From an optimization exercise on the open Yosys and OpenROAD flow, aimed at small area, a short achievable clock period and few clock cycles per item; shortcuts taken in it are not production practice. Function was checked by simulation only, so behaviour that the tests miss may differ from the original.

**flow/constraint.sdc**
```tcl
create_clock -name core_clock -period 10.0 [get_ports {clk}]
set_input_delay 2.0000 -clock core_clock [delete_from_list [all_inputs] [get_ports {clk}]]
set_output_delay 2.0000 -clock core_clock [all_outputs]
set_load 0.01 [all_outputs]
```
**flow/flow/abc_custom.script**
```
strash
&get -n
&st
&dch
&nf -R 20 -p
&put
topo
stime -c
buffer -c
upsize -c
dnsize -c
```
**flow/flow/run.sh**
```bash
#!/bin/bash
# Layout flow: the standard flow (standard.sh), with synthesis run by
# flow/synth_custom.tcl, which maps logic with an area-recovering ABC script,
# and the port buffers made of buf_1 cells.
set -euo pipefail
cd "$(dirname "$0")/.."
W=$PWD
bash standard.sh SYNTH_SCRIPT=$W/flow/synth_custom.tcl \
  "BUFFER_PORTS_ARGS=-buffer_cell sky130_fd_sc_hd__buf_1" \
  finish > $W/flow_orfs.log 2>&1
```
**flow/flow/synth_custom.tcl**
```tcl
# The standard flow's synthesis (synth_recipe.tcl) with one change: ABC maps with an
# area-recovering script instead of ORFS's abc_speed.script.
set ::custom_abc_script [file join [file dirname [file normalize [info script]]] abc_custom.script]
proc synth {args} { yosys synth -nofsm -noshare {*}$args }
proc abc {args} {
  set i [lsearch -exact $args -script]
  if { $i >= 0 } {
    set args [lreplace $args [expr {$i + 1}] [expr {$i + 1}] $::custom_abc_script]
  }
  yosys abc {*}$args
}
source $::env(SCRIPTS_DIR)/synth.tcl
# left out here: clear keep_hierarchy, flatten, clean up, hide names made inside functions, write 1_2_yosys.v
```
**flow/design.v**
```verilog
module cmac_sbox (
    input  wire [7:0] a,
    output wire [7:0] y
);
    wire U0, U1, U2, U3, U4, U5, U6, U7;
    assign U0 = a[7];
    assign U1 = a[6];
    assign U2 = a[5];
    assign U3 = a[4];
    assign U4 = a[3];
    assign U5 = a[2];
    assign U6 = a[1];
    assign U7 = a[0];
    wire T1, T2, T3, T4, T5, T6, T7, T8, T9, T10, T11, T12, T13, T14, T15, T16, T17, T18, T19, T20, T21, T22, T23, T24, T25, T26, T27, M1, M2, M3, M4, M5, M6, M7, M8, M9, M10, M11, M12, M13, M14, M15, M16, M17, M18, M19, M20, M21, M22, M23, M24, M25, M26, M27, M28, M29, M30, M31, M32, M33, M34, M35, M36, M37, M38, M39, M40, M41, M42, M43, M44, M45, M46, M47, M48, M49, M50, M51, M52, M53, M54, M55, M56, M57, M58, M59, M60, M61, M62, M63, L0, L1, L2, L3, L4, L5, L6, L7, L8, L9, L10, L11, L12, L13, L14, L15, L16, L17, L18, L19, L20, L21, L22, L23, L24, L25, L26, L27, L28, L29, S0, S1, S2, S3, S4, S5, S6, S7;
    assign T1 = U0 ^ U3;
    assign T2 = U0 ^ U5;
    assign T3 = U0 ^ U6;
    assign T4 = U3 ^ U5;
    assign T5 = U4 ^ U6;
    assign T6 = T1 ^ T5;
    assign T7 = U1 ^ U2;
    assign T8 = U7 ^ T6;
    assign T9 = U7 ^ T7;
    assign T10 = T6 ^ T7;
    assign T11 = U1 ^ U5;
    assign T12 = U2 ^ U5;
    assign T13 = T3 ^ T4;
    assign T14 = T6 ^ T11;
    assign T15 = T5 ^ T11;
    assign T16 = T5 ^ T12;
    assign T17 = T9 ^ T16;
    assign T18 = U3 ^ U7;
    assign T19 = T7 ^ T18;
    assign T20 = T1 ^ T19;
    assign T21 = U6 ^ U7;
    assign T22 = T7 ^ T21;
    assign T23 = T2 ^ T22;
    assign T24 = T2 ^ T10;
    assign T25 = T20 ^ T17;
    assign T26 = T3 ^ T16;
    assign T27 = T1 ^ T12;
    assign M1 = T13 & T6;
    assign M2 = T23 & T8;
    assign M3 = T14 ^ M1;
    assign M4 = T19 & U7;
    assign M5 = M4 ^ M1;
    assign M6 = T3 & T16;
    assign M7 = T22 & T9;
    assign M8 = T26 ^ M6;
    assign M9 = T20 & T17;
    assign M10 = M9 ^ M6;
    assign M11 = T1 & T15;
    assign M12 = T4 & T27;
    assign M13 = M12 ^ M11;
    assign M14 = T2 & T10;
    assign M15 = M14 ^ M11;
    assign M16 = M3 ^ M2;
    assign M17 = M5 ^ T24;
    assign M18 = M8 ^ M7;
    assign M19 = M10 ^ M15;
    assign M20 = M16 ^ M13;
    assign M21 = M17 ^ M15;
    assign M22 = M18 ^ M13;
    assign M23 = M19 ^ T25;
    assign M24 = M22 ^ M23;
    assign M25 = M22 & M20;
    assign M26 = M21 ^ M25;
    assign M27 = M20 ^ M21;
    assign M28 = M23 ^ M25;
    assign M29 = M28 & M27;
    assign M30 = M26 & M24;
    assign M31 = M20 & M23;
    assign M32 = M27 & M31;
    assign M33 = M27 ^ M25;
    assign M34 = M21 & M22;
    assign M35 = M24 & M34;
    assign M36 = M24 ^ M25;
    assign M37 = M21 ^ M29;
    assign M38 = M32 ^ M33;
    assign M39 = M23 ^ M30;
    assign M40 = M35 ^ M36;
    assign M41 = M38 ^ M40;
    assign M42 = M37 ^ M39;
    assign M43 = M37 ^ M38;
    assign M44 = M39 ^ M40;
    assign M45 = M42 ^ M41;
    assign M46 = M44 & T6;
    assign M47 = M40 & T8;
    assign M48 = M39 & U7;
    assign M49 = M43 & T16;
    assign M50 = M38 & T9;
    assign M51 = M37 & T17;
    assign M52 = M42 & T15;
    assign M53 = M45 & T27;
    assign M54 = M41 & T10;
    assign M55 = M44 & T13;
    assign M56 = M40 & T23;
    assign M57 = M39 & T19;
    assign M58 = M43 & T3;
    assign M59 = M38 & T22;
    assign M60 = M37 & T20;
    assign M61 = M42 & T1;
    assign M62 = M45 & T4;
    assign M63 = M41 & T2;
    assign L0 = M61 ^ M62;
    assign L1 = M50 ^ M56;
    assign L2 = M46 ^ M48;
    assign L3 = M47 ^ M55;
    assign L4 = M54 ^ M58;
    assign L5 = M49 ^ M61;
    assign L6 = M62 ^ L5;
    assign L7 = M46 ^ L3;
    assign L8 = M51 ^ M59;
    assign L9 = M52 ^ M53;
    assign L10 = M53 ^ L4;
    assign L11 = M60 ^ L2;
    assign L12 = M48 ^ M51;
    assign L13 = M50 ^ L0;
    assign L14 = M52 ^ M61;
    assign L15 = M55 ^ L1;
    assign L16 = M56 ^ L0;
    assign L17 = M57 ^ L1;
    assign L18 = M58 ^ L8;
    assign L19 = M63 ^ L4;
    assign L20 = L0 ^ L1;
    assign L21 = L1 ^ L7;
    assign L22 = L3 ^ L12;
    assign L23 = L18 ^ L2;
    assign L24 = L15 ^ L9;
    assign L25 = L6 ^ L10;
    assign L26 = L7 ^ L9;
    assign L27 = L8 ^ L10;
    assign L28 = L11 ^ L14;
    assign L29 = L11 ^ L17;
    assign S0 = L6 ^ L24;
    assign S1 = ~(L16 ^ L26);
    assign S2 = ~(L19 ^ L28);
    assign S3 = L6 ^ L21;
    assign S4 = L20 ^ L22;
    assign S5 = L25 ^ L29;
    assign S6 = ~(L13 ^ L27);
    assign S7 = ~(L6 ^ L23);
    assign y = {S0, S1, S2, S3, S4, S5, S6, S7};
endmodule
module cmac_tag (
    input  wire         clk,
    input  wire         rst,           
    input  wire         in_valid,
    output wire         in_ready,
    input  wire         in_first,      
    input  wire         in_last,       
    input  wire [4:0]   in_nbytes,     
    input  wire [127:0] in_data,
    input  wire [127:0] key,
    output reg          tag_valid,
    output reg  [63:0]  tag
);
    localparam [2:0] S_IDLE = 3'd0,    
                     S_LCMP = 3'd1,    
                     S_LRDY = 3'd2,    
                     S_RUN  = 3'd3,    
                     S_WAIT = 3'd4;    
    reg [2:0]   state;
    reg [3:0]   rnd;                   
    reg         rlast;                 
    reg         mid;                   
    reg [127:0] s;                     
    reg [127:0] rk;                    
    reg [127:0] kq;                    
    reg [127:0] l;                     
    reg         lv;                    
    reg         kn;                    
    reg         blk_last;              
    reg         offer_q;               
    reg         hit_q;                 
    wire st_idle = (state == S_IDLE);
    wire st_lcmp = (state == S_LCMP);
    wire st_lrdy = (state == S_LRDY);
    wire st_run  = (state == S_RUN);
    wire st_wait = (state == S_WAIT);
    assign in_ready = (st_idle && offer_q && hit_q) ||
                      (st_lcmp && rlast && !blk_last) ||
                      st_lrdy || st_wait ||
                      (st_run && rlast && (!blk_last || (offer_q && hit_q)));
    wire take   = in_valid && in_ready;
    wire kq_load = (st_idle || (st_run && blk_last)) && offer_q && !hit_q && !kn;
    wire lstart  = (st_idle || (st_run && rlast && blk_last)) && offer_q && kn && in_valid;
    wire [127:0] sb;                   
    genvar g;
    generate
        for (g = 0; g < 16; g = g + 1) begin : g_sub
            cmac_sbox u_sbox (.a(s[8*g +: 8]), .y(sb[8*g +: 8]));
        end
    endgenerate
    wire [127:0] sr;                   
    generate
        for (g = 0; g < 16; g = g + 1) begin : g_shift
            localparam integer R   = g % 4;
            localparam integer COL = g / 4;
            localparam integer SRC = R + 4 * ((COL + R) % 4);
            assign sr[127 - 8*g -: 8] = sb[127 - 8*SRC -: 8];
        end
    endgenerate
    wire [127:0] mc;
    generate
        for (g = 0; g < 4; g = g + 1) begin : g_mix
            wire [7:0] a0 = sr[127 - 32*g      -: 8];
            wire [7:0] a1 = sr[127 - 32*g - 8  -: 8];
            wire [7:0] a2 = sr[127 - 32*g - 16 -: 8];
            wire [7:0] a3 = sr[127 - 32*g - 24 -: 8];
            wire [7:0] e0 = a0 ^ a1;
            wire [7:0] e1 = a1 ^ a2;
            wire [7:0] e2 = a2 ^ a3;
            wire [7:0] e3 = a3 ^ a0;
            wire [7:0] x0 = {e0[6:0], 1'b0} ^ (e0[7] ? 8'h1b : 8'h00);
            wire [7:0] x1 = {e1[6:0], 1'b0} ^ (e1[7] ? 8'h1b : 8'h00);
            wire [7:0] x2 = {e2[6:0], 1'b0} ^ (e2[7] ? 8'h1b : 8'h00);
            wire [7:0] x3 = {e3[6:0], 1'b0} ^ (e3[7] ? 8'h1b : 8'h00);
            assign mc[127 - 32*g      -: 8] = rlast ? a0 : (e1 ^ a3) ^ x0;
            assign mc[127 - 32*g - 8  -: 8] = rlast ? a1 : (e2 ^ a0) ^ x1;
            assign mc[127 - 32*g - 16 -: 8] = rlast ? a2 : (e3 ^ a1) ^ x2;
            assign mc[127 - 32*g - 24 -: 8] = rlast ? a3 : (e0 ^ a2) ^ x3;
        end
    endgenerate
    wire [127:0] src = mid ? rk : kq;
    wire r1 = (rnd == 4'd1), r2 = (rnd == 4'd2), r3 = (rnd == 4'd3),
         r4 = (rnd == 4'd4), r5 = (rnd == 4'd5), r6 = (rnd == 4'd6),
         r7 = (rnd == 4'd7), r8 = (rnd == 4'd8), r9 = (rnd == 4'd9);
    wire [7:0] rcon = {mid & r7,
                       mid & r6,
                       mid & (r5 | r9),
                       mid & (r4 | r8 | r9),
                       mid & (r3 | r8),
                       mid & (r2 | r9),
                       mid & (r1 | r8 | r9),
                       !mid | r8};
    wire [31:0] w3  = src[31:0];
    wire [31:0] rot = {w3[23:0], w3[31:24]};
    wire [31:0] subw;
    generate
        for (g = 0; g < 4; g = g + 1) begin : g_ksub
            cmac_sbox u_ksbox (.a(rot[8*g +: 8]), .y(subw[8*g +: 8]));
        end
    endgenerate
    wire [31:0]  p0   = src[127:96] ^ {rcon, 24'd0};
    wire [31:0]  p1   = src[95:64]  ^ p0;
    wire [31:0]  p2   = src[63:32]  ^ p1;
    wire [31:0]  p3   = src[31:0]   ^ p2;
    wire [127:0] rk_next   = {p0, p1, p2, p3} ^ {4{subw}};
    wire [127:0] round_out = mc ^ rk;
    wire [127:0] k1 = {l[126:0], 1'b0} ^ (l[127] ? 128'h87 : 128'h0);
    wire [127:0] k2 = {k1[126:0], 1'b0} ^ (k1[127] ? 128'h87 : 128'h0);
    wire        full = in_nbytes[4];
    reg  [15:0] dec;                   
    reg  [15:0] lt;                    
    integer j;
    always @(*) begin
        for (j = 0; j < 16; j = j + 1) begin
            dec[j] = (in_nbytes[3:0] == j);
            lt[j]  = (in_nbytes[3:0] >  j);
        end
    end
    wire [15:0] keep = lt | {16{full}};    
    reg [127:0] padded;
    integer i;
    always @(*) begin
        for (i = 0; i < 16; i = i + 1)
            padded[127 - 8*i -: 8] = (!in_last || keep[i]) ? in_data[127 - 8*i -: 8] :
                                     {dec[i] && !full, 7'd0};
    end
    wire [127:0] m_blk   = padded ^ (!in_last ? 128'd0 : full ? k1 : k2);
    wire sel_r  = (st_lcmp || st_run) && !(rlast && (st_lcmp || blk_last));
    wire y_key  = take || lstart || !(sel_r || st_wait);
    wire [127:0] y = (take ? m_blk : 128'd0) ^ (y_key ? kq : 128'd0);
    wire busy = st_lcmp || st_run;
    always @(posedge clk) begin
        s <= ({128{sel_r}} & mc) ^
             (({128{sel_r}} & rk) ^ ({128{st_wait}} & s) ^ y);
        tag <= round_out[127:64];
        rk <= rk_next;
        if (kq_load)
            kq <= key;
        if (st_lcmp && rlast)
            l <= round_out;
    end
    always @(posedge clk) begin
        if (rst) begin
            state     <= S_IDLE;
            tag_valid <= 1'b0;
            lv        <= 1'b0;
            kn        <= 1'b0;
            offer_q   <= 1'b0;
            hit_q     <= 1'b0;
            rnd       <= 4'd1;
            rlast     <= 1'b0;
            mid       <= 1'b0;
            blk_last  <= 1'b0;
        end else begin
            tag_valid <= 1'b0;
            offer_q   <= in_valid && !take;
            hit_q     <= lv && (key == kq) && !kq_load;
            if (kq_load) begin
                kn <= 1'b1;
                lv <= 1'b0;
            end
            if (take || lstart) begin
                rnd   <= 4'd1;
                rlast <= 1'b0;
                mid   <= 1'b1;
            end else begin
                rnd   <= rnd + 4'd1;
                rlast <= (rnd == 4'd9);
                mid   <= mid && (rnd != 4'd9);
            end
            if (take || lstart)
                blk_last <= in_last;
            case (state)
                S_IDLE: begin
                    if (take)
                        state <= S_RUN;
                    else if (lstart)
                        state <= S_LCMP;
                end
                S_LCMP: begin
                    if (rlast) begin
                        lv    <= 1'b1;
                        kn    <= 1'b0;
                        state <= take ? S_RUN : S_LRDY;
                    end
                end
                S_LRDY: begin
                    if (take)
                        state <= S_RUN;
                end
                S_RUN: begin
                    if (rlast) begin
                        if (blk_last) begin
                            tag_valid <= 1'b1;
                            if (lstart)
                                state <= S_LCMP;
                            else if (!take) begin
                                state <= S_IDLE;
                            end
                        end else if (!take) begin
                            state <= S_WAIT;
                        end
                    end
                end
                S_WAIT: begin
                    if (take)
                        state <= S_RUN;
                end
                default: state <= S_IDLE;
            endcase
        end
    end
endmodule
```
**flow/standard.sh**
```bash
#!/bin/bash
# synth_recipe.tcl (not shown) runs the flow's synth.tcl, then flattens the netlist and writes it again
# the make line also repeats each setting of config.mk as NAME=value (left out here)
make -C /OpenROAD-flow-scripts/flow DESIGN_CONFIG=/design/flow/config.mk WORK_HOME=/design/flow/orfs CLKGATE_MAP_FILE= SYNTH_SCRIPT=/design/flow/synth_recipe.tcl "${@:-finish}"
```
**flow/config.mk**
```make
export PLATFORM = sky130hd
export DESIGN_NAME = cmac_tag
export DESIGN_NICKNAME = cmac_tag
export VERILOG_FILES = /design/flow/design.v
export SDC_FILE = /design/flow/constraint.sdc
export NUM_CORES = 8
export LEC_CHECK = 0
export CAP_MARGIN = 20
export CORE_MARGIN = 2
export CORE_UTILIZATION = 50
export CTS_BUF_LIST = sky130_fd_sc_hd__clkbuf_16
export CTS_CLUSTER_DIAMETER = 60
export CTS_CLUSTER_SIZE = 30
export PLACE_DENSITY = 0.6
export SETUP_SLACK_MARGIN = 3.5
export SLEW_MARGIN = 20
```
==> results of run 1 <==
==> layout make-up <==
class	instances	area, sq um
antenna	5	12.5
clock buffer	78	1950
tap	1414	1770
multi-input combinational	5046	40400
sequential	591	14400
timing repair buffer	420	2000
inverter	127	483
clock inverter	58	717
fill	10000	47000
==> worst max-delay path by stage <==
stage | cells past startpoint | slack [ns] | start | end
finish | 21 | 3.62 | mid | rk[17]
global route | 21 | 3.37 | s[111] | s[43]
CTS | 21 | 3.36 | mid | rk[28]
detailed placement | 21 | 2.96 | mid | rk[28]
global placement | 22 | 2.95 | mid | rk[28]
floorplan | 21 | 4.68 | s[39] | l[11]
==> through the flow <==
stage / instances
finish: 7739
global route: 7735
CTS: 7695
detailed placement: 7558
global placement: 7558
floorplan: 5975
==> timing repair <==
item,CTS,global route
setup endpoints to repair,97,329
setup buffers,1,38
gates resized for setup,39,147
pin swaps,0,14
==> cells in the mapped netlist (all sizes together), types with 6 or more instances <==
master | instances | area (sq um)
a211oi | 11 | 82.6
a21boi | 6 | 45.0
a21oi | 165 | 848
a221oi | 34 | 298
a22oi | 269 | 2020
a31oi | 7 | 50.1
and2 | 24 | 150
buf | 47 | 255
clkbuf | 164 | 621
dfxtp | 335 | 6710
edfxtp | 256 | 7690
ha | 44 | 551
inv | 127 | 477
mux2i | 134 | 1480
nand2 | 631 | 2370
nand2b | 82 | 516
nand3 | 13 | 65.1
nand4 | 10 | 62.6
nor2 | 464 | 1780
nor2b | 83 | 522
nor3 | 9 | 45.0
nor3b | 7 | 57.6
nor4 | 13 | 81.3
o211ai | 7 | 52.6
o21ai | 138 | 691
o22ai | 43 | 269
o2bb2ai | 26 | 240
or3 | 6 | 37.5
xnor2 | 2026 | 18600
xnor3 | 54 | 1220
xor2 | 678 | 6170
xor3 | 11 | 263
==> worst max-delay path, delay by kind of cell, from the launching register on <==
family	cells	cell delay (ns)
buffers and inverters	2	0.48
xor gates and xnor gates	14	3.90
and+or+nand+nor	2	0.24
DFF	1	0.55
AOI/OAI and AO/OA	1	0.30
muxes	1	0.46
adders and majority gates	1	0.29
==> state kept, by name (all words and copies together), names as in the netlist, 3 cells and up <==
name and cells:
state 3, s 128, rk 128, tag 64, rnd 4, kq 128
l 128
==> routing by layer <==
layer  part of all wire  vias up  global-route usage
li1                   -    20200                   -
met1               0.42    21100               0.491
met2               0.44     2043               0.559
met3              0.099      316              0.0705
met4              0.040       16               0.124
met5            0.00050        -                   0
==> cell families (layout without fill, tap and decap cells) <==
logic type / count (synthesis) / in the layout / synth area share
other: 0 / 5 / 0
DFF: 591 / 591 / 0.263
AOI/OAI and AO/OA: 739 / 739 / 0.0891
adders and majority gates: 44 / 44 / 0.0101
muxes: 134 / 134 / 0.0270
buffers and inverters: 338 / 683 / 0.0247
and+or+nand+nor: 1360 / 1360 / 0.106
xor gates and xnor gates: 2769 / 2769 / 0.480
==> key figures, run 1 <==
Synth
  • Post-synth net total: 6285
  • EDFF count, synth: 256
  • Mapped cell area: 0.0548 sq mm
  • Yosys cell types: between 80 and 90
  • Synthesis-stage register bit count: 591
  • Synth Flop Type: dfxtp_1
  • Sequential area share after synthesis: 0.263
  • YS warnings: 1
  • Avg Cell Area, Syn: 9.16 sq um
  • Post-synthesis async set-or-reset flop share: 0
  • Cell count after synthesis: 5975

Clock network
  • Worst-Skew Late Latency: 0.69 ns
  • # hold bufs at CTS: 0
  • TritonCTS clock tree: done
  • Num CTS Buffers: 75
  • Clock Pin Slew Worst Setup and Hold Paths: 0.07 ns
  • Clk sink count: 591
  • CTS max path bufs: 3
  • Clk root buf: clkbuf_16
  • H-tree levels: 3

Layout
  • Share of cells above drive strength 1: 0.0908
  • Area growth syn-to-layout: 12.8%
  • Final #Nets: 6571
  • Post-route cell area: 0.0617 sq mm
  • Final Util: 0.568
  • Most common cell after layout, fill and taps aside: xnor2_1
  • Commonest cells after routing, fill and taps aside: xnor2_1, xor2_1, nand2_1

Timing
  • Worst Skew: 0.0683 ns
  • WHS: 0.463 ns
  • Slew Viols, Final: 0
  • Worst Slack Setup Final: 3.62 ns
  • # setup viols final: 0
  • Total Negative Setup Slacks: 0 ns
  • Period utilization: 0.638
  • Max Fclk: about 160 MHz
  • Slew HR: 0.253
  • Tmin final: roughly 6.4 ns
  • Worst-Margin Slew: 1.12 ns
  • Hold Vio Cnt, Final: 0
  • RSZ-0062 raised after global routing: yes

Critical path
  • Crit. End Element: register
  • Cell mode on critical path: xnor2_1
  • FF-to-FF setup slack: approximately 3.6 ns
  • CP required: 10.55 ns
  • Worst path cell trace: buf_8, mux2i_2, xnor2_2, xnor2_4, xor2_1, ha_1, xnor2_1, xnor2_1, xor2_1, inv_1, nor2_1, a22o_1, xnor2_2, xnor2_2, nor2_4, xnor2_4, xor2_1, xnor2_1, xnor2_1, xnor2_1, xnor2_1
  • Crit path arrival time: 6.93 ns
  • CP Class: register to register
  • Startpoint class of the critical path: register
  • Reg2Reg Capture Point: rk[17]
  • Critical path fanouts, max: 23
  • R2R depth: 21
  • Crit-path slowest cell: xnor2_1
  • Reg2Reg Launch Point: mid
  • Max incr delay on CP: 0.65 ns

Global routing
  • Largest net degree at the start of global routing: 158
  • Vias in the first global route: about 42000
  • First-pass GRT wire length: slightly below 300000 um
  • Initial antenna violation count: 18
  • Total global-route track usage: 0.357
  • Total grt overflow: 0

Detailed routing
  • Vias: 43600
  • DRC viols: 0
  • Vias per cell: 5.64
  • Total Routed Length: ~200000 um
  • Post-route ant nets: 0
  • DRT Pass-1 Iters: 6
  • Routed WL per cell: 26.6 um
  • Initial DRC count: between 4000 and 5000

Floorplanning
  • FP Rows: 121
  • Core Region: 0.109 sq mm
  • Initial Utilization: 0.504
  • Horiz. Die Dim: 335 um
  • Die area: 0.112 sq mm
  • Die H: 335 um
  • I/O Pins: 332

Hold path
  • Sink of the worst hold path: rnd[0]
  • Hold Crit Class: register to register
  • Worst hold start: rnd[0]
  • Hold Crit Depth: 1

Place
  • GPL Wtd Cong: between 1 and 1.5
  • DP HPWL: between 150000 and 200000 um
  • IO buf count: 330
  • Placed Area: 0.0574 sq mm
  • Dpl ws: 2.96 ns

Outcome
  • Status: no timing/DRC/antenna violations

Job
  • Max_cap viols: 0
Testbench counts, summed over its fixed seeds: cycles 16,804, messages 480.
==> inputs of run 2 (changes only) <==
--- a/flow/design.v
+++ b/flow/design.v
@@ -274,8 +274,7 @@
     wire [127:0] y = (take ? m_blk : 128'd0) ^ (y_key ? kq : 128'd0);
     wire busy = st_lcmp || st_run;
     always @(posedge clk) begin
-        s <= ({128{sel_r}} & mc) ^
-             (({128{sel_r}} & rk) ^ ({128{st_wait}} & s) ^ y);
+        s <= ({128{sel_r}} & round_out) ^ (({128{st_wait}} & s) ^ y);
         tag <= round_out[127:64];
         rk <= rk_next;
         if (kq_load)
--- a/flow/config.mk
+++ b/flow/config.mk
@@ -8,9 +8,7 @@
 export CAP_MARGIN = 20
 export CORE_MARGIN = 2
 export CORE_UTILIZATION = 50
-export CTS_BUF_LIST = sky130_fd_sc_hd__clkbuf_16
-export CTS_CLUSTER_DIAMETER = 60
-export CTS_CLUSTER_SIZE = 30
+export GPL_ROUTABILITY_DRIVEN = 0
 export PLACE_DENSITY = 0.6
 export SETUP_SLACK_MARGIN = 3.5
 export SLEW_MARGIN = 20
==> run 2 against run 1 <==
  * Still clean
  * Fmax is 1.8% higher
  * Register-to-register slack improved by 0.11 ns
  * Non-clock buffer count down 28
  * Global-route usage fell by 2.2 points
  * Core utilization is 0.60 points lower
  * Synthesized cell count about the same
  * Hold slack better by 0.0060 ns
  * Cell area decreased by 1.2%
  * Sequential share of layout area is 0.30 points higher
  * Critical path depth is the same
  * Setup slack better by 0.11 ns
  * Clock skew down 0.038 ns
  * Largest cell class unchanged
  * Highest routed layer unchanged
==> key figures, run 2 <==
Layout
  • Area growth syn-to-layout: 11.8%
  • Final non-filler cell total: 7731 (-0.10%)
  • Share of cells above drive strength 1: 0.0883 (-0.00254)
  • Most common cell after layout, fill and taps aside: xnor2_1
  • Commonest cells after routing, fill and taps aside: xnor2_1, nand2_1, xor2_1
  • Final #Nets: 6559 (-0.18%)
  • Post-route cell area: 0.0610 sq mm (-1.2%)

Detailed routing
  • DRT Pass-1 Iters: 5 (-1)
  • Post-route ant nets: 0 (unchanged)
  • Total Routed Length: 193000 um (-6.4%)
  • Vias: 42700 (-2.2%)
  • Initial DRC count: 4322 (-9.7%)
  • Vias per cell: 5.52 (-2.1%)
  • Routed WL per cell: 24.9 um (-6.3%)
  • DRC viols: 0 (unchanged)

Critical path
  • Reg2Reg Launch Point: s[97]
  • R2R depth: 21 (unchanged)
  • Critical path fanouts, max: 6 (-74%)
  • Buf+Inv Stages, Crit Path: 0 (-2)
  • Crit-path slowest cell: xnor2_1
  • Worst path cell trace: xor2_4, xnor2_4, xnor2_1, ha_1, xnor2_2, xnor3_1, a21oi_1, xor2_2, xnor2_1, nand2b_1, xnor2_1, xnor2_1, xnor2_1, xnor2_1, xnor2_1, xnor2_1, xnor2_1, o21ai_0, xnor2_1, nand2_1, xnor2_1
  • CP Class: register to register
  • Crit path arrival time: 6.80 ns (-0.13 ns)
  • CP required: 10.53 ns (-0.02 ns)
  • Startpoint class of the critical path: register
  • Max incr delay on CP: 0.67 ns (+0.02 ns)
  • Cell mode on critical path: xnor2_1
  • FF-to-FF setup slack: 3.73 ns (+0.11 ns)
  • Crit path max-delay family: XOR/XNOR gates
  • Crit. End Element: register
  • Reg2Reg Capture Point: s[78]

Hold path
  • Sink of the worst hold path: rnd[0]
  • Hold Crit Depth: 1 (unchanged)
  • Hold Crit Class: register to register
  • Worst hold start: rnd[0]

Global routing
  • Busiest grt layer: met2
  • Total grt overflow: 0 (unchanged)
  • Met3 usage: 0.0689 (-0.00155)
  • Initial antenna violation count: 16 (-2)
  • Total global-route track usage: 0.335 (-0.0221)
  • Largest net degree at the start of global routing: 198 (+25%)
  • First-pass GRT wire length: 274000 um (-5.5%)
  • M1 GR Usage: 0.454 (-0.0373)
  • Met2 Use GR: 0.505 (-0.0533)
  • Vias in the first global route: 40500 (-2.4%)

Clock network
  • # hold bufs at CTS: 0 (unchanged)
  • TritonCTS clock tree: done
  • Clock Pin Slew Worst Setup and Hold Paths: 0.06 ns (about the same)
  • Num CTS Buffers: 73 (-2.7%)
  • Clk sink count: 591 (unchanged)
  • Clk root buf: clkbuf_16
  • CTS max path bufs: 3 (unchanged)
  • H-tree levels: 3 (unchanged)
  • Worst-Skew Late Latency: 0.65 ns (-0.04 ns)

Job
  • Max_cap viols: 0 (unchanged)

Place
  • DP HPWL: 157000 um (-6.0%)
  • Placed Area: 0.0571 sq mm (-0.47%)
  • IO buf count: 330 (unchanged)
  • Placed insts: 7560 (+0.026%)

Synth
  • EDFF count, synth: 256 (unchanged)
  • Count leader, synth: xnor2_1
  • Avg Cell Area, Syn: 9.13 sq um (-0.43%)
  • YS warnings: 1 (unchanged)
  • Synth top area cells: xnor2_1, edfxtp_1, dfxtp_1
  • Synth Flop Type: dfxtp_1
  • Yosys top cell area share: 0.316 (+0.00814)
  • Mapped cell area: 0.0546 sq mm (-0.35%)
  • Post-synth net total: 6290 (+0.080%)
  • Top cell type by total area after synthesis: xnor2_1
  • Sequential area share after synthesis: 0.264 (+0.000916)
  • Yosys cell types: 86 (+6.2%)
  • Top post-synthesis cells by count: xnor2_1, nand2_1, xor2_1, nor2_1, dfxtp_1
  • Synthesis-stage register bit count: 591 (unchanged)
  • Post-synthesis async set-or-reset flop share: 0 (unchanged)
  • Cell count after synthesis: 5980 (+0.084%)

Floorplanning
  • Die H: 334 um (-0.17%)
  • Horiz. Die Dim: 334 um (-0.17%)
  • Die area: 0.112 sq mm (-0.34%)
  • FP Rows: 121 (unchanged)
  • Initial Utilization: 0.503 (-0.00105)
  • I/O Pins: 332 (unchanged)
  • Core Region: 0.109 sq mm (-0.14%)

Timing
  • Max Fclk: 159 MHz (+1.8%)
  • Worst-Margin Slew: 1.16 ns (+0.0392 ns)
  • # setup viols final: 0 (unchanged)
  • Total Negative Setup Slacks: 0 ns (unchanged)
  • Period utilization: 0.627 (-0.0110)
  • Slew Viols, Final: 0 (unchanged)
  • Tmin final: 6.27 ns (-0.110 ns)
  • Hold Vio Cnt, Final: 0 (unchanged)
  • RSZ-0062 raised after global routing: yes
  • WHS: 0.469 ns (+0.00598 ns)
  • Slew HR: 0.220 (-0.0326)
  • Worst Skew: 0.0302 ns (-0.0381 ns)

Outcome
  • Status: no timing/DRC/antenna violations
[run 2: cell types whose count changed after synthesis, sizes merged, moves of 11 or more]
cell     delta
o22ai      +11
nand2     +185
o2bb2ai    -14
a22oi     -135
xnor3      -13
nor2       -81
a21oi      -56
buf        +16
o21ai      +59
xnor2      +75
and2       +11
clkbuf     -29
xor2       -63
[run 2: layout make-up]
type                            instances  area [sq um]
Fill cell                            9835         47500
Multi-Input combinational cell       5058         40100
Sequential cell                       591         14400
Clock buffer                           97          2080
Tap cell                             1414          1770
Timing Repair Buffer                  392          1750
Inverter                              133           504
Clock inverter                         38           360
Antenna cell                            8          20.0
[run 2: kinds of logic (layout without fill, tap and decap cells)]
group,count (synthesis),count (layout),synth area share
AND/OR/NAND/NOR,1489,1489,0.117
buffers and inverters,331,660,0.0242
XOR/XNOR,2761,2761,0.485
other,0,8,0
multiplexers,136,136,0.0257
adder cells (fa/ha/maj),44,44,0.0101
flip-flops,591,591,0.264
AO/OA/AOI/OAI,628,628,0.0747
[run 2: timing repair]
action                                  in CTS  in global routing
buffers inserted                             3                 25
endpoints found under the setup margin      84                250
pin swaps                                    1                 11
resized for setup                           23                149
[run 2: routing by layer]
| layer | routed length, um | vias to the layer above |
|---|---|---|
| met4 | 11100 | 18 |
| met3 | 18900 | 341 |
| met1 | 79100 | 20500 |
| met5 | 116 | - |
| li1 | - | 19900 |
| met2 | 83300 | 1890 |
[run 2: worst reg2reg max path, stage by stage (launching register included)]
cell and delay (ns):
dfxtp_1 0.53, xor2_4 0.31, xnor2_4 0.20, xnor2_1 0.15, ha_1 0.25, xnor2_2 0.26, xnor3_1 0.47, a21oi_1 0.29
xor2_2 0.30, xnor2_1 0.13, nand2b_1 0.20, xnor2_1 0.31, xnor2_1 0.24, xnor2_1 0.15, xnor2_1 0.67, xnor2_1 0.32
xnor2_1 0.27, xnor2_1 0.15, o21ai_0 0.11, xnor2_1 0.50, nand2_1 0.15, xnor2_1 0.17
[run 2: how the worst max path moves through the flow]
stage | from | end | slack, ns | cells past startpoint
floorplan | s[97] | s[75] | 4.66 | 24
global placement | mid | rk[6] | 2.87 | 22
detailed placement | mid | rk[6] | 2.90 | 22
CTS | mid | rk[6] | 3.43 | 22
global route | s[15] | s[75] | 3.43 | 22
finish | s[97] | s[78] | 3.73 | 21
[run 2: stage by stage]
step / util / setup WS (ns)
floorplan: - / 4.66
global placement: 0.526 / 2.87
detailed placement: 0.526 / 2.90
CTS: 0.550 / 3.43
global route: 0.562 / 3.43
finish: 0.562 / 3.73
Testbench counts of run 2, summed over its fixed seeds: cycles 16,804, messages 480.
==> inputs of run 3 (changes only) <==
--- a/flow/config.mk
+++ b/flow/config.mk
@@ -8,7 +8,6 @@
 export CAP_MARGIN = 20
 export CORE_MARGIN = 2
 export CORE_UTILIZATION = 50
-export GPL_ROUTABILITY_DRIVEN = 0
 export PLACE_DENSITY = 0.6
 export SETUP_SLACK_MARGIN = 3.5
 export SLEW_MARGIN = 20
==> run 3 against run 2 <==
  * Count of clock-buffer cells in the layout increased by 10
  * Via count shrank 0.29%
  * Clock skew decreased by 0.0014 ns
  * First-iteration DRC count down 2.1%
  * Fmax decreased by 0.56%
  * Critical path type unchanged
==> key figures, run 3 <==
Outcome
  • Status: no timing/DRC/antenna violations

Detailed routing
  • Total Routed Length: 200000 um (+3.8%)
  • Vias per cell: 5.50 (-0.34%)
  • Vias: 42500 (-0.29%)
  • Routed WL per cell: 25.8 um (+3.7%)
  • Initial DRC count: 4233 (-2.1%)
  • Met2 WL: 90600 um (+8.6%)
  • DRT Pass-1 Iters: 6 (+1)
  • DR top layer: met5
  • DRC viols: 0 (unchanged)
  • WL met1: 86200 um (+8.9%)
  • Post-route ant nets: 0 (unchanged)
  • Met3 wire length: 15900 um (-16%)

Job
  • Max_cap viols: 0 (unchanged)

Global routing
  • Largest net degree at the start of global routing: 185 (-6.6%)
  • Vias in the first global route: 40600 (+0.22%)
  • Total global-route track usage: 0.348 (+0.0128)
  • Total grt overflow: 0 (unchanged)
  • First-pass GRT wire length: 282000 um (+2.9%)
  • Initial antenna violation count: 20 (+4)

Floorplanning
  • Initial Utilization: 0.503 (unchanged)
  • Die H: 334 um (unchanged)
  • Core Region: 0.109 sq mm (unchanged)
  • Die area: 0.112 sq mm (unchanged)
  • I/O Pins: 332 (unchanged)
  • Horiz. Die Dim: 334 um (unchanged)
  • FP Rows: 121 (unchanged)

Timing
  • Period utilization: 0.631 (+0.00356)
  • Total Negative Setup Slacks: 0 ns (unchanged)
  • # setup viols final: 0 (unchanged)
  • Worst-Margin Slew: 1.12 ns (-0.0368 ns)
  • Hold Vio Cnt, Final: 0 (unchanged)
  • Tmin final: 6.31 ns (+0.0356 ns)
  • Slew Viols, Final: 0 (unchanged)
  • Slew HR: 0.246 (+0.0259)
  • RSZ-0062 raised after global routing: yes
  • Max Fclk: 159 MHz (-0.56%)
  • Worst Skew: 0.0288 ns (-0.00144 ns)

Synth
  • Largest family of logic cells by synthesized area: XOR/XNOR gates
  • Post-synthesis async set-or-reset flop share: 0 (unchanged)
  • Yosys top cell area share: 0.316 (unchanged)
  • Mapped cell area: 0.0546 sq mm (unchanged)
  • Xor and xnor area share after synthesis: 0.485 (unchanged)
  • Sequential area share after synthesis: 0.264 (unchanged)
  • Mux cell area share after synthesis: 0.0257 (unchanged)
  • YS warnings: 1 (unchanged)
  • Yosys cell types: 86 (unchanged)
  • Compound-cell area share of the yosys netlist: 0.0747 (unchanged)
  • Synth Flop Type: dfxtp_1
  • Top cell type by total area after synthesis: xnor2_1
  • Post-synth net total: 6290 (unchanged)
  • Synthesis-stage register bit count: 591 (unchanged)
  • Top post-synthesis cells by count: xnor2_1, nand2_1, xor2_1, nor2_1, dfxtp_1
  • Synth top area cells: xnor2_1, edfxtp_1, dfxtp_1
  • Count leader, synth: xnor2_1
  • Cell count after synthesis: 5980 (unchanged)
  • Simple-gate area share of the yosys netlist: 0.117 (unchanged)
  • EDFF count, synth: 256 (unchanged)
  • Synthesized-area fraction occupied by adder cells: 0.0101 (unchanged)
  • Avg Cell Area, Syn: 9.13 sq um (unchanged)

Clock network
  • CTS max path bufs: 3 (unchanged)
  • H-tree levels: 3 (unchanged)
  • Clk sink count: 591 (unchanged)
  • Clock Pin Slew Worst Setup and Hold Paths: 0.06 ns (about the same)
  • TritonCTS clock tree: done
  • Worst-Skew Late Latency: 0.67 ns (+0.02 ns)
  • Clk root buf: clkbuf_16
  • Num CTS Buffers: 73 (unchanged)
  • # hold bufs at CTS: 0 (unchanged)

Layout
  • Fill cell count: 9956 (+1.2%)
  • Area growth syn-to-layout: 12.4%
  • Share of cells above drive strength 1: 0.0922 (+0.00395)
  • Most common cell after layout, fill and taps aside: xnor2_1
  • Final Util: 0.565 (+0.00303)
  • Commonest cells after routing, fill and taps aside: xnor2_1, nand2_1, xor2_1
  • Final #Nets: 6560 (+0.015%)

Critical path
  • CP required: 10.51 ns (-0.02 ns)
  • Startpoint class of the critical path: register
  • Critical path fanouts, max: 16 (+10)
  • CP Class: register to register
  • Crit. End Element: register
  • FF-to-FF setup slack: 3.69 ns (-0.04 ns)
  • Crit path arrival time: 6.82 ns (+0.02 ns)

Hold path
  • Hold Crit Class: register to register

Place
  • IO buf count: 330 (unchanged)
  • DP HPWL: 162000 um (+3.8%)
  • GPL Wtd Cong: between 1 and 1.5
[run 3: logic make-up after synthesis]
| logic type | after synthesis |
|---|---|
| buf+inv | 331 |
| compound gates | 628 |
| fa+ha+maj | 44 |
| simple gates | 1489 |
| xor+xnor | 2761 |
| flops | 591 |
| mux | 136 |
[run 3: final timing paths]
kind / cells past startpoint / to / from
worst min register to register: 1 / rnd[0] / rnd[0]
worst max-delay path: 21 / rk[19] / mid
worst max register to register: 21 / rk[19] / mid
worst min-delay path: 1 / rnd[0] / rnd[0]
[run 3: area by class of cell]
type / instances / area (sq um) / area share
Multi-Input combinational cell: 5058 / 40400 / 0.658
Sequential cell: 591 / 14400 / 0.235
Clock buffer: 107 / 2090 / 0.0340
Timing Repair Buffer: 393 / 1840 / 0.0299
Tap cell: 1414 / 1770 / 0.0288
Inverter: 133 / 504 / 0.00822
Clock inverter: 28 / 335 / 0.00547
Antenna cell: 11 / 27.5 / 0.000449
[run 3: critical path, cell delays in order, from the launching register on]
cell	delay [ns]
dfxtp_4	0.62
buf_6	0.32
mux2i_2	0.44
xnor2_1	0.31
xor2_2	0.38
xnor2_1	0.23
ha_1	0.29
xor2_1	0.17
xnor2_1	0.25
xnor2_2	0.17
a21oi_1	0.20
xor2_1	0.35
xnor2_1	0.25
xnor2_1	0.19
nor2_2	0.07
xor2_2	0.40
xnor2_1	0.15
xnor2_1	0.33
xnor2_1	0.19
xnor2_1	0.39
xnor2_2	0.24
xnor2_1	0.18
[run 3: stage by stage]
stage	hold slack, ns	std cells	cell area, sq um	setup WS (ns)
after CTS	0.478	7704	59900	3.50
after floorplan	0.416	5980	54600	4.66
after detailed placement	0.439	7565	57200	2.80
after global routing	0.504	7728	61300	3.41
after global placement	0.438	7564	57100	2.84
final	0.486	7735	61300	3.69
[run 3: layer usage]
metal | vias up | global-route usage
li1 | 19900 | -
met1 | 20700 | 0.476
met2 | 1690 | 0.553
met3 | 264 | 0.0642
met4 | 18 | 0.115
met5 | - | 0
[run 3: repair_timing]
action | 4_1_cts | 5_1_grt
setup endpoints to repair | 140 | 277
buffers inserted | 4 | 20
gates cloned | 0 | 0
pin swaps | 1 | 11
resized for setup | 38 | 169
==> inputs of run 4 (changes only) <==
--- a/flow/config.mk
+++ b/flow/config.mk
@@ -7,7 +7,7 @@
 export LEC_CHECK = 0
 export CAP_MARGIN = 20
 export CORE_MARGIN = 2
-export CORE_UTILIZATION = 50
-export PLACE_DENSITY = 0.6
+export CORE_UTILIZATION = 40
+export PLACE_DENSITY = 0.5
 export SETUP_SLACK_MARGIN = 3.5
 export SLEW_MARGIN = 20
==> run 4 against run 3 <==
  * Critical path depth shrank 1
  * Critical path type unchanged
  * Hold slack got worse by 0.025 ns
  * Routed wire length up 5.3%
  * Largest cell class unchanged
==> key figures, run 4 <==
Synth
  • Sequential area share after synthesis: 0.264 (unchanged)
  • Synthesis-stage register bit count: 591 (unchanged)
  • Yosys cell types: 86 (unchanged)
  • Top cell type by total area after synthesis: xnor2_1
  • Yosys top cell area share: 0.316 (unchanged)
  • Top post-synthesis cells by count: xnor2_1, nand2_1, xor2_1, nor2_1, dfxtp_1
  • YS warnings: 1 (unchanged)
  • Synth top area cells: xnor2_1, edfxtp_1, dfxtp_1
  • Count leader, synth: xnor2_1
  • EDFF count, synth: 256 (unchanged)
  • Post-synth net total: 6290 (unchanged)
  • Mapped cell area: 0.0546 sq mm (unchanged)
  • Synth Flop Type: dfxtp_1
  • Avg Cell Area, Syn: 9.13 sq um (unchanged)
  • Post-synthesis async set-or-reset flop share: 0 (unchanged)
  • Cell count after synthesis: 5980 (unchanged)

Global routing
  • Largest net degree at the start of global routing: 131 (-29%)
  • First-pass GRT wire length: 294000 um (+4.2%)
  • Initial antenna violation count: 29 (+45%)
  • Total global-route track usage: 0.293 (-0.0556)
  • Total grt overflow: 0 (unchanged)
  • Vias in the first global route: 40700 (+0.25%)

Floorplanning
  • Die area: 0.139 sq mm (+25%)
  • Core Region: 0.135 sq mm (+25%)
  • Initial Utilization: 0.403 (-0.0999)
  • I/O Pins: 332 (unchanged)
  • Die H: 373 um (+12%)
  • FP Rows: 135 (+12%)
  • Horiz. Die Dim: 373 um (+12%)

Timing
  • RSZ-0062 raised after global routing: yes
  • Slew HR: 0.260 (+0.0138)
  • Worst Slack Setup Final: 3.62 ns (-0.0741 ns)
  • Period utilization: 0.638 (+0.00741)
  • Hold Vio Cnt, Final: 0 (unchanged)
  • Slew Viols, Final: 0 (unchanged)
  • Max Fclk: 157 MHz (-1.2%)
  • Worst-Margin Slew: 1.11 ns (-0.0132 ns)
  • Total Negative Setup Slacks: 0 ns (unchanged)
  • Worst Skew: 0.0274 ns (-0.00142 ns)
  • Tmin final: 6.38 ns (+0.0741 ns)
  • # setup viols final: 0 (unchanged)

Hold path
  • Hold Crit Class: register to register
  • Worst hold start: rnd[0]
  • Hold Crit Depth: 1 (unchanged)
  • Sink of the worst hold path: rnd[0]

Clock network
  • Clk root buf: clkbuf_16
  • CTS max path bufs: 3 (unchanged)
  • H-tree levels: 3 (unchanged)
  • Clock Pin Slew Worst Setup and Hold Paths: 0.06 ns (about the same)
  • Num CTS Buffers: 75 (+2.7%)
  • TritonCTS clock tree: done
  • Worst-Skew Late Latency: 0.68 ns (about the same)
  • Clk sink count: 591 (unchanged)
  • # hold bufs at CTS: 0 (unchanged)

Detailed routing
  • Total Routed Length: 210000 um (+5.3%)
  • Routed WL per cell: 25.9 um (+0.34%)
  • DRC viols: 0 (unchanged)
  • Vias: 42100 (-1.0%)
  • Vias per cell: 5.19 (-5.7%)
  • Post-route ant nets: 0 (unchanged)
  • Initial DRC count: 3906 (-7.7%)
  • DRT Pass-1 Iters: 5 (-1)

Critical path
  • Startpoint class of the critical path: register
  • FF-to-FF setup slack: 3.62 ns (-0.07 ns)
  • Reg2Reg Capture Point: rk[5]
  • Critical path fanouts, max: 16 (unchanged)
  • Crit path arrival time: 6.91 ns (+0.09 ns)
  • CP Class: register to register
  • R2R depth: 20 (-4.8%)
  • CP required: 10.53 ns (+0.02 ns)
  • Crit. End Element: register
  • Worst setup path start: mid
  • Reg2Reg Launch Point: mid

Place
  • DP HPWL: 173000 um (+6.6%)
  • GPL Wtd Cong: 0.977 (-2.5%)
  • Placed Area: 0.0577 sq mm (+0.84%)
  • IO buf count: 330 (unchanged)
  • Dpl ws: 2.64 ns (-0.160 ns)

Layout
  • Area growth syn-to-layout: 13.7%
  • Most common cell after layout, fill and taps aside: xnor2_1
  • Final #Nets: 6568 (+0.12%)
  • Commonest cells after routing, fill and taps aside: xnor2_1, nand2_1, xor2_1
  • Share of cells above drive strength 1: 0.0975 (+0.00522)
  • Fill cell count: 13400 (+34%)
  • Post-route cell area: 0.0620 sq mm (+1.1%)

Outcome
  • Status: no timing/DRC/antenna violations

Job
  • Max_cap viols: 0 (unchanged)
run 4: cell counts after synthesis:
No cell type changed its count.
run 4: per-layer routing:
metal  up-vias  global-route usage  routed length [um]
met5         -                   0                  79
met4        14              0.0901                6410
met3       234              0.0402               13700
met2      1404               0.469               95800
met1     20500               0.407               94500
li1      19900                   -                   -
run 4: worst max path at each step:
stage,depth (start not counted),endpoint
after floorplan,24,s[75]
after global placement,22,rk[31]
after detailed placement,22,rk[31]
after CTS,20,s[96]
after global routing,22,s[88]
final,20,rk[5]
run 4: metrics by stage:
stage / hold WS (ns) / instances / utilization
3_3_place_gp: 0.438 / 7940 / 0.426
3_5_place_dp: 0.443 / 7940 / 0.426
6_report: 0.461 / 8114 / 0.458
2_1_floorplan: 0.416 / 5980 / -
5_1_grt: 0.472 / 8106 / 0.458
4_1_cts: 0.458 / 8083 / 0.448
run 4: worst max-delay path: stages (launching register included):
cell	delay (ns)
dfxtp_4	0.55
buf_4	0.38
mux2i_2	0.40
xnor2_2	0.25
xor2_2	0.38
xnor2_1	0.19
ha_1	0.34
xnor2_1	0.25
xnor2_1	0.15
xnor2_2	0.34
o21ai_0	0.20
xor2_1	0.25
buf_4	0.17
a22oi_1	0.24
nand2b_1	0.17
xnor2_1	0.30
xor2_1	0.21
xnor2_1	0.11
xnor2_1	0.65
xnor2_1	0.45
xnor2_1	0.23
run 4: logic make-up after synthesis:
| logic type | Yosys count | share of synthesized area |
|---|---|---|
| muxes | 136 | 0.0257 |
| and+or+nand+nor | 1489 | 0.117 |
| AOI/OAI and AO/OA | 628 | 0.0747 |
| xor gates and xnor gates | 2761 | 0.485 |
| DFF | 591 | 0.264 |
| buffers and inverters | 331 | 0.0242 |
| adders and majority gates | 44 | 0.0101 |
run 4: timing repair:
item / in CTS / in global routing
setup buffers: 3 / 19
gates resized for setup: 59 / 171
endpoints found under the setup margin: 160 / 286
pin swaps: 2 / 14
run 4: final cells by class:
cell class	instances	area, sq um	area share
Multi-Input combinational cell	5058	40500	0.652
Sequential cell	591	14400	0.233
Tap cell	1781	2230	0.0359
Clock buffer	109	2220	0.0358
Timing Repair Buffer	399	1810	0.0292
Inverter	133	504	0.00813
Clock inverter	31	340	0.00549
Antenna cell	12	30.0	0.000484
==> inputs of run 5 (changes only) <==
--- a/flow/config.mk
+++ b/flow/config.mk
@@ -8,6 +8,6 @@
 export CAP_MARGIN = 20
 export CORE_MARGIN = 2
 export CORE_UTILIZATION = 40
-export PLACE_DENSITY = 0.5
+export PLACE_DENSITY = 0.8
 export SETUP_SLACK_MARGIN = 3.5
 export SLEW_MARGIN = 20
==> run 5 against run 4 <==
  * First-iteration DRC count increased by 43%
  * Critical endpoint is now s[127]
  * Via count increased by 5.1%
  * Critical path type unchanged
  * Clock skew decreased by 0.0045 ns
  * Synthesized area unchanged
  * Global-route usage decreased by 1.5 points
==> key figures, run 5 <==
Critical path
  • Crit. End Element: register
  • WP depth: 21 (+5.0%)
  • Reg2Reg Capture Point: s[127]
  • Reg2Reg Launch Point: s[46]
  • Max incr delay on CP: 0.63 ns (-0.02 ns)
  • Critical path fanouts, max: 6 (-10)
  • Buf+Inv Stages, Crit Path: 1 (-1)
  • Crit path max-delay family: XOR/XNOR gates
  • FF-to-FF setup slack: 3.61 ns (about the same)
  • Worst path cell trace: xnor3_1, xnor2_1, ha_1, xor2_1, xnor2_1, xor2_1, a211o_1, nand2_1, or2_2, xnor2_1, xnor2_1, xnor2_1, xnor2_2, buf_4, xnor2_2, xor2_1, xnor2_1, o21ai_0, xnor2_2, nand2_1, xnor2_1
  • Cell mode on critical path: xnor2_1
  • Worst setup path start: s[46]
  • Startpoint class of the critical path: register
  • CP Class: register to register
  • Setup crit end: s[127]
  • CP required: 10.55 ns (+0.02 ns)
  • Crit path arrival time: 6.95 ns (+0.04 ns)
  • Crit-path slowest cell: o21ai_0
  • R2R depth: 21 (+5.0%)

Synth
  • Synth top area cells: xnor2_1, edfxtp_1, dfxtp_1
  • Yosys cell types: 86 (unchanged)
  • Cell count after synthesis: 5980 (unchanged)
  • Top cell type by total area after synthesis: xnor2_1
  • Yosys top cell area share: 0.316 (unchanged)
  • Avg Cell Area, Syn: 9.13 sq um (unchanged)
  • Sequential area share after synthesis: 0.264 (unchanged)
  • Synthesis-stage register bit count: 591 (unchanged)
  • Post-synth net total: 6290 (unchanged)
  • YS warnings: 1 (unchanged)
  • Top post-synthesis cells by count: xnor2_1, nand2_1, xor2_1, nor2_1, dfxtp_1
  • Mapped cell area: 0.0546 sq mm (unchanged)
  • Post-synthesis async set-or-reset flop share: 0 (unchanged)
  • Count leader, synth: xnor2_1
  • EDFF count, synth: 256 (unchanged)
  • Synth Flop Type: dfxtp_1

Job
  • Max_cap viols: 0 (unchanged)

Floorplanning
  • Die H: 373 um (unchanged)
  • Initial Utilization: 0.403 (unchanged)
  • Horiz. Die Dim: 373 um (unchanged)
  • FP Rows: 135 (unchanged)
  • Die area: 0.139 sq mm (unchanged)
  • I/O Pins: 332 (unchanged)
  • Core Region: 0.135 sq mm (unchanged)

Clock network
  • Clk root buf: clkbuf_16
  • Clk sink count: 591 (unchanged)
  • Num CTS Buffers: 70 (-6.7%)
  • CTS max path bufs: 3 (unchanged)
  • H-tree levels: 3 (unchanged)
  • TritonCTS clock tree: done
  • Clock Pin Slew Worst Setup and Hold Paths: 0.06 ns (about the same)
  • Worst-Skew Late Latency: 0.67 ns (about the same)
  • # hold bufs at CTS: 0 (unchanged)

Layout
  • Most common cell after layout, fill and taps aside: xnor2_1
  • Area growth syn-to-layout: 12.9%
  • Share of cells above drive strength 1: 0.0904 (-0.00705)
  • Commonest cells after routing, fill and taps aside: xnor2_1, nand2_1, xor2_1
  • Final #Nets: 6547 (-0.32%)
  • Fill cell count: 12800 (-4.4%)

Timing
  • Worst Skew: 0.0228 ns (-0.00451 ns)
  • Worst-Margin Slew: 1.18 ns (+0.0661 ns)
  • # setup viols final: 0 (unchanged)
  • Max Fclk: 156 MHz (-0.21%)
  • Hold Vio Cnt, Final: 0 (unchanged)
  • Slew HR: 0.216 (-0.0441)
  • Tmin final: 6.39 ns (+0.0131 ns)
  • Period utilization: 0.639 (+0.00131)
  • RSZ-0062 raised after global routing: yes
  • Total Negative Setup Slacks: 0 ns (unchanged)
  • Slew Viols, Final: 0 (unchanged)
  • Worst Slack Setup Final: 3.61 ns (-0.0131 ns)

Global routing
  • Total grt overflow: 0 (unchanged)
  • Vias in the first global route: 42200 (+3.6%)
  • Initial antenna violation count: 41 (+41%)
  • First-pass GRT wire length: 285000 um (-3.0%)
  • Largest net degree at the start of global routing: 140 (+6.9%)
  • Total global-route track usage: 0.278 (-0.0146)

Detailed routing
  • Post-route ant nets: 0 (unchanged)
  • Initial DRC count: 5578 (+43%)
  • Vias: 44300 (+5.1%)
  • DRT Pass-1 Iters: 6 (+1)
  • Routed WL per cell: 25.0 um (-3.7%)
  • DRC viols: 0 (unchanged)
  • Vias per cell: 5.47 (+5.4%)
  • Total Routed Length: 202000 um (-4.0%)

Hold path
  • Hold Crit Class: register to register
  • Hold Crit Depth: 1 (unchanged)

Place
  • Dpl ws: 2.83 ns (+0.191 ns)
  • IO buf count: 330 (unchanged)
  • DP HPWL: 164000 um (-5.4%)
  • GPL Wtd Cong: 1.07 (+9.2%)

Outcome
  • Status: no timing/DRC/antenna violations
==> run 5: worst min path at each step <==
stage,to,slack (ns),startpoint
after floorplan,rnd[0],0.42,rnd[0]
after global placement,rnd[0],0.44,rnd[0]
after detailed placement,rnd[0],0.45,rnd[0]
after CTS,rnd[0],0.46,rnd[0]
after global routing,rnd[0],0.50,rnd[0]
final,rnd[0],0.47,rnd[0]
==> run 5: layout make-up <==
class | instances | area [sq um] | area share
diodes | 14 | 35.0 | 0.000568
clock buffers | 93 | 1990 | 0.0324
clock inverters | 36 | 428 | 0.00694
inverters | 133 | 504 | 0.00818
multi-input cells | 5058 | 40300 | 0.654
flip-flops and latches | 591 | 14400 | 0.234
well taps | 1781 | 2230 | 0.0362
repair buffers | 383 | 1710 | 0.0278
==> run 5: kinds of logic (layout without fill, tap and decap cells) <==
logic type / after synthesis / count (layout) / share of synthesized area
other: 0 / 14 / 0
buffers and inverters: 331 / 645 / 0.0242
AND/OR/NAND/NOR: 1489 / 1489 / 0.117
multiplexers: 136 / 136 / 0.0257
AO/OA/AOI/OAI: 628 / 628 / 0.0747
adder cells (fa/ha/maj): 44 / 44 / 0.0101
XOR/XNOR: 2761 / 2761 / 0.485
flip-flops: 591 / 591 / 0.264
==> run 5: through the flow <==
step	util	std cells	area, sq um	hold WS, ns
after floorplan	-	5980	54600	0.416
after global placement	0.425	7926	57500	0.439
after detailed placement	0.425	7926	57500	0.447
after CTS	0.445	8057	60300	0.461
after global routing	0.455	8079	61600	0.496
final	0.455	8089	61600	0.468
==> run 5: timing repair <==
item,4_1_cts,5_1_grt
pin swaps,0,10
gates resized for setup,44,158
setup endpoints to repair,128,238
setup buffers,2,18
==> run 5: metal layers <==
| metal | track usage | routed length, um | vias to the layer above |
|---|---|---|---|
| li1 | - | - | 19900 |
| met1 | 0.361 | 77700 | 21300 |
| met2 | 0.419 | 85900 | 2519 |
| met3 | 0.0789 | 25500 | 505 |
| met4 | 0.145 | 12600 | 54 |
| met5 | 0 | 317 | - |
==> inputs of run 6 (changes only) <==
--- a/flow/config.mk
+++ b/flow/config.mk
@@ -8,6 +8,8 @@
 export CAP_MARGIN = 20
 export CORE_MARGIN = 2
 export CORE_UTILIZATION = 40
-export PLACE_DENSITY = 0.8
+export CTS_CLUSTER_DIAMETER = 70
+export CTS_CLUSTER_SIZE = 24
+export PLACE_DENSITY = 0.5
 export SETUP_SLACK_MARGIN = 3.5
 export SLEW_MARGIN = 20
==> run 6 against run 5 <==
  * Clock skew up 0.024 ns
  * First-iteration DRC count decreased by 27%
  * Setup slack gained 0.051 ns
  * Fmax rose by 0.80%
  * Sequential cell count is the same
  * Hold slack gained 0.0012 ns
  * Sequential share of layout area about the same
  * Register-to-register slack gained 0.05 ns
  * Final cell count about the same
  * Count of clock-buffer cells in the layout shrank 27
  * Via count is 5.4% lower
  * Largest cell class unchanged
  * Highest routed layer unchanged
==> key figures, run 6 <==
Synth
  • Cell count after synthesis: 5980 (unchanged)
  • Avg Cell Area, Syn: 9.13 sq um (unchanged)
  • Yosys top cell area share: 0.316 (unchanged)
  • Top post-synthesis cells by count: xnor2_1, nand2_1, xor2_1, nor2_1, dfxtp_1
  • EDFF count, synth: 256 (unchanged)
  • Synth top area cells: xnor2_1, edfxtp_1, dfxtp_1
  • Sequential area share after synthesis: 0.264 (unchanged)
  • Synthesis-stage register bit count: 591 (unchanged)
  • YS warnings: 1 (unchanged)
  • Count leader, synth: xnor2_1
  • Post-synthesis async set-or-reset flop share: 0 (unchanged)
  • Top cell type by total area after synthesis: xnor2_1
  • Mapped cell area: 0.0546 sq mm (unchanged)
  • Post-synth net total: 6290 (unchanged)
  • Synth Flop Type: dfxtp_1
  • Yosys cell types: 86 (unchanged)

Detailed routing
  • Total Routed Length: 210000 um (+3.7%)
  • Routed WL per cell: 25.9 um (+3.7%)
  • Met3 wire length: 14100 um (-45%)
  • DRC viols: 0 (unchanged)
  • DRT Pass-1 Iters: 5 (-1)
  • Met2 WL: 95400 um (+11%)
  • Initial DRC count: 4069 (-27%)
  • Vias per cell: 5.18 (-5.4%)
  • Vias: 41900 (-5.4%)
  • WL met1: 93900 um (+21%)
  • DR top layer: met5
  • Post-route ant nets: 0 (unchanged)

Clock network
  • TritonCTS clock tree: done
  • Clk root buf: clkbuf_16
  • Clk sink count: 591 (unchanged)
  • Worst-Skew Late Latency: 0.73 ns (+0.06 ns)
  • H-tree levels: 2 (-1)
  • # hold bufs at CTS: 0 (unchanged)
  • Clock Pin Slew Worst Setup and Hold Paths: 0.08 ns (+0.02 ns)
  • CTS max path bufs: 3 (unchanged)
  • Num CTS Buffers: 61 (-13%)

Critical path
  • Worst path cell trace: buf_4, mux2i_2, xnor2_2, xor2_2, xnor2_1, ha_1, xnor2_1, xnor2_1, xnor2_2, o21ai_0, xor2_1, buf_4, a22oi_1, nand2b_1, xnor2_1, xor2_1, xnor2_1, xnor2_1, xnor2_1, xnor2_1
  • Crit path arrival time: 6.91 ns (-0.04 ns)
  • Worst setup path start: mid
  • CP required: 10.56 ns (about the same)
  • Critical path fanouts, max: 16 (+10)
  • Buf+Inv Stages, Crit Path: 2 (+1)
  • Cell mode on critical path: xnor2_1
  • Crit. End Element: register
  • Reg2Reg Launch Point: mid
  • Crit path max-delay family: XOR/XNOR gates
  • Max incr delay on CP: 0.65 ns (+0.02 ns)
  • Crit-path slowest cell: xnor2_1
  • Startpoint class of the critical path: register
  • CP Class: register to register

Layout
  • Multi-input logic area: 0.0404 sq mm (+0.28%)
  • Final Util: 0.456 (+0.000804)
  • Fill cell count: 13400 (+5.1%)
  • Commonest cells after routing, fill and taps aside: xnor2_1, nand2_1, xor2_1
  • Area growth syn-to-layout: 13.1%
  • Most common cell after layout, fill and taps aside: xnor2_1
  • Share of cells above drive strength 1: 0.0970 (+0.00655)
  • FF+latch area: 0.0144 sq mm (about the same)
  • Final #Nets: 6559 (+0.18%)

Timing
  • Worst-Margin Slew: 1.13 ns (-0.0429 ns)
  • Period utilization: 0.634 (-0.00509)
  • Tmin final: 6.34 ns (-0.0509 ns)
  • Total Negative Setup Slacks: 0 ns (unchanged)
  • Hold Vio Cnt, Final: 0 (unchanged)
  • # setup viols final: 0 (unchanged)
  • Worst Skew: 0.0473 ns (+0.0245 ns)
  • RSZ-0062 raised after global routing: no
  • Worst Slack Setup Final: 3.66 ns (+0.0509 ns)
  • Max Fclk: 158 MHz (+0.80%)
  • Slew Viols, Final: 0 (unchanged)
  • Slew HR: 0.245 (+0.0286)

Floorplanning
  • Horiz. Die Dim: 373 um (unchanged)
  • Initial Utilization: 0.403 (unchanged)
  • I/O Pins: 332 (unchanged)
  • Die H: 373 um (unchanged)
  • FP Rows: 135 (unchanged)
  • Core Region: 0.135 sq mm (unchanged)
  • Die area: 0.139 sq mm (unchanged)

Global routing
  • Total global-route track usage: 0.291 (+0.0131)
  • Largest net degree at the start of global routing: 131 (-6.4%)
  • Vias in the first global route: 40600 (-3.7%)
  • Total grt overflow: 0 (unchanged)
  • First-pass GRT wire length: 294000 um (+3.0%)
  • Initial antenna violation count: 22 (-46%)

Hold path
  • Worst hold start: rnd[0]
  • Hold Crit Class: register to register

Place
  • IO buf count: 330 (unchanged)
  • DP HPWL: 173000 um (+5.7%)
  • Dpl ws: 2.64 ns (-0.191 ns)
  • GPL Wtd Cong: 0.977 (-8.5%)

Job
  • Max_cap viols: 0 (unchanged)

Outcome
  • Status: no timing/DRC/antenna violations
run 6: cell counts after synthesis:
Identical to the previous run, type by type.
run 6: final timing paths:
path	slack, ns	cells past startpoint	to
setup / recovery	3.66	20	rk[5]
hold / removal	0.47	1	rnd[0]
setup reg to reg	3.66	20	rk[5]
hold reg to reg	0.47	1	rnd[0]
run 6: what timing repair did:
action | in CTS | in global routing
setup buffers | 8 | 19
gates cloned | 0 | 0
setup endpoints to repair | 161 | 279
gates resized for setup | 59 | 169
pin swaps | 3 | 15
run 6: logic make-up after synthesis:
family	after synthesis	share of synthesized area
xor+xnor	2761	0.485
simple gates	1489	0.117
compound gates	628	0.0747
flops	591	0.264
buf+inv	331	0.0242
mux	136	0.0257
fa+ha+maj	44	0.0101
run 6: layer usage:
metal / vias up / GRT usage
li1: 19900 / -
met3: 226 / 0.0383
met4: 14 / 0.0773
met2: 1378 / 0.470
met5: - / 0
met1: 20400 / 0.408
run 6: stage by stage:
step,instances,area (sq um),hold WS [ns]
floorplan,5980,54600,0.416
global placement,7940,57700,0.438
detailed placement,7940,57700,0.443
CTS,8064,60400,0.463
global route,8087,61700,0.477
finish,8092,61700,0.470
run 6: cell type report:
cell class	count	area share
flip-flops and latches	591	0.234
inverters	133	0.00817
repair buffers	404	0.0302
diodes	9	0.000365
clock inverters	50	0.0109
clock buffers	66	0.0259
well taps	1781	0.0361
multi-input cells	5058	0.655
run 6: worst register-to-register path: stages (launching register included):
cell,delay [ns]
dfxtp_4,0.55
buf_4,0.40
mux2i_2,0.41
xnor2_2,0.25
xor2_2,0.36
xnor2_1,0.18
ha_1,0.33
xnor2_1,0.25
xnor2_1,0.15
xnor2_2,0.34
o21ai_0,0.21
xor2_1,0.25
buf_4,0.17
a22oi_1,0.24
nand2b_1,0.17
xnor2_1,0.30
xor2_1,0.21
xnor2_1,0.11
xnor2_1,0.65
xnor2_1,0.45
xnor2_1,0.23

==> what the ideal ports hide <==
In the flow no input, the clock included, has a driving cell. The finished layouts below were timed again as built, in two steps.
Step 1 assumes that a clkbuf_16 drives the clock port and a buf_2 every other input.
Step 2 adds t to the input delays and takes it off the output delays; t is the mean of the earliest and latest rising clock arrival at the registers after step 1. Input paths then give back, and output paths get back, about the clock's delay inside the block.
Three values: ideal ports, drivers, drivers and shift; two values: the first two.
| run | t (ns) | slack for setup (ns) | hold slack, ns | worst data-port slew with drivers (ns) | pins driven straight from the clock port |
|---|---|---|---|---|---|
| run 1 | 0.737 | 3.620 / 3.620 / 3.620 | 0.463 / 0.463 / 0.463 | 0.18 | 1 |
| run 2 | 0.710 | 3.729 / 3.729 / 3.729 | 0.469 / 0.469 / 0.469 | 0.19 | 1 |
| run 3 | 0.722 | 3.694 / 3.694 / 3.694 | 0.486 / 0.486 / 0.486 | 0.21 | 1 |
| run 4 | 0.750 | 3.620 / 3.620 / 3.620 | 0.461 / 0.461 / 0.461 | 0.18 | 1 |
| run 5 | 0.738 | 3.607 / 3.607 / 3.607 | 0.468 / 0.468 / 0.468 | 0.26 | 1 |
| run 6 | 0.778 | 3.657 / 3.657 / 3.657 | 0.470 / 0.470 / 0.470 | 0.18 | 1 |
After both steps setup and hold are still met in every run listed.
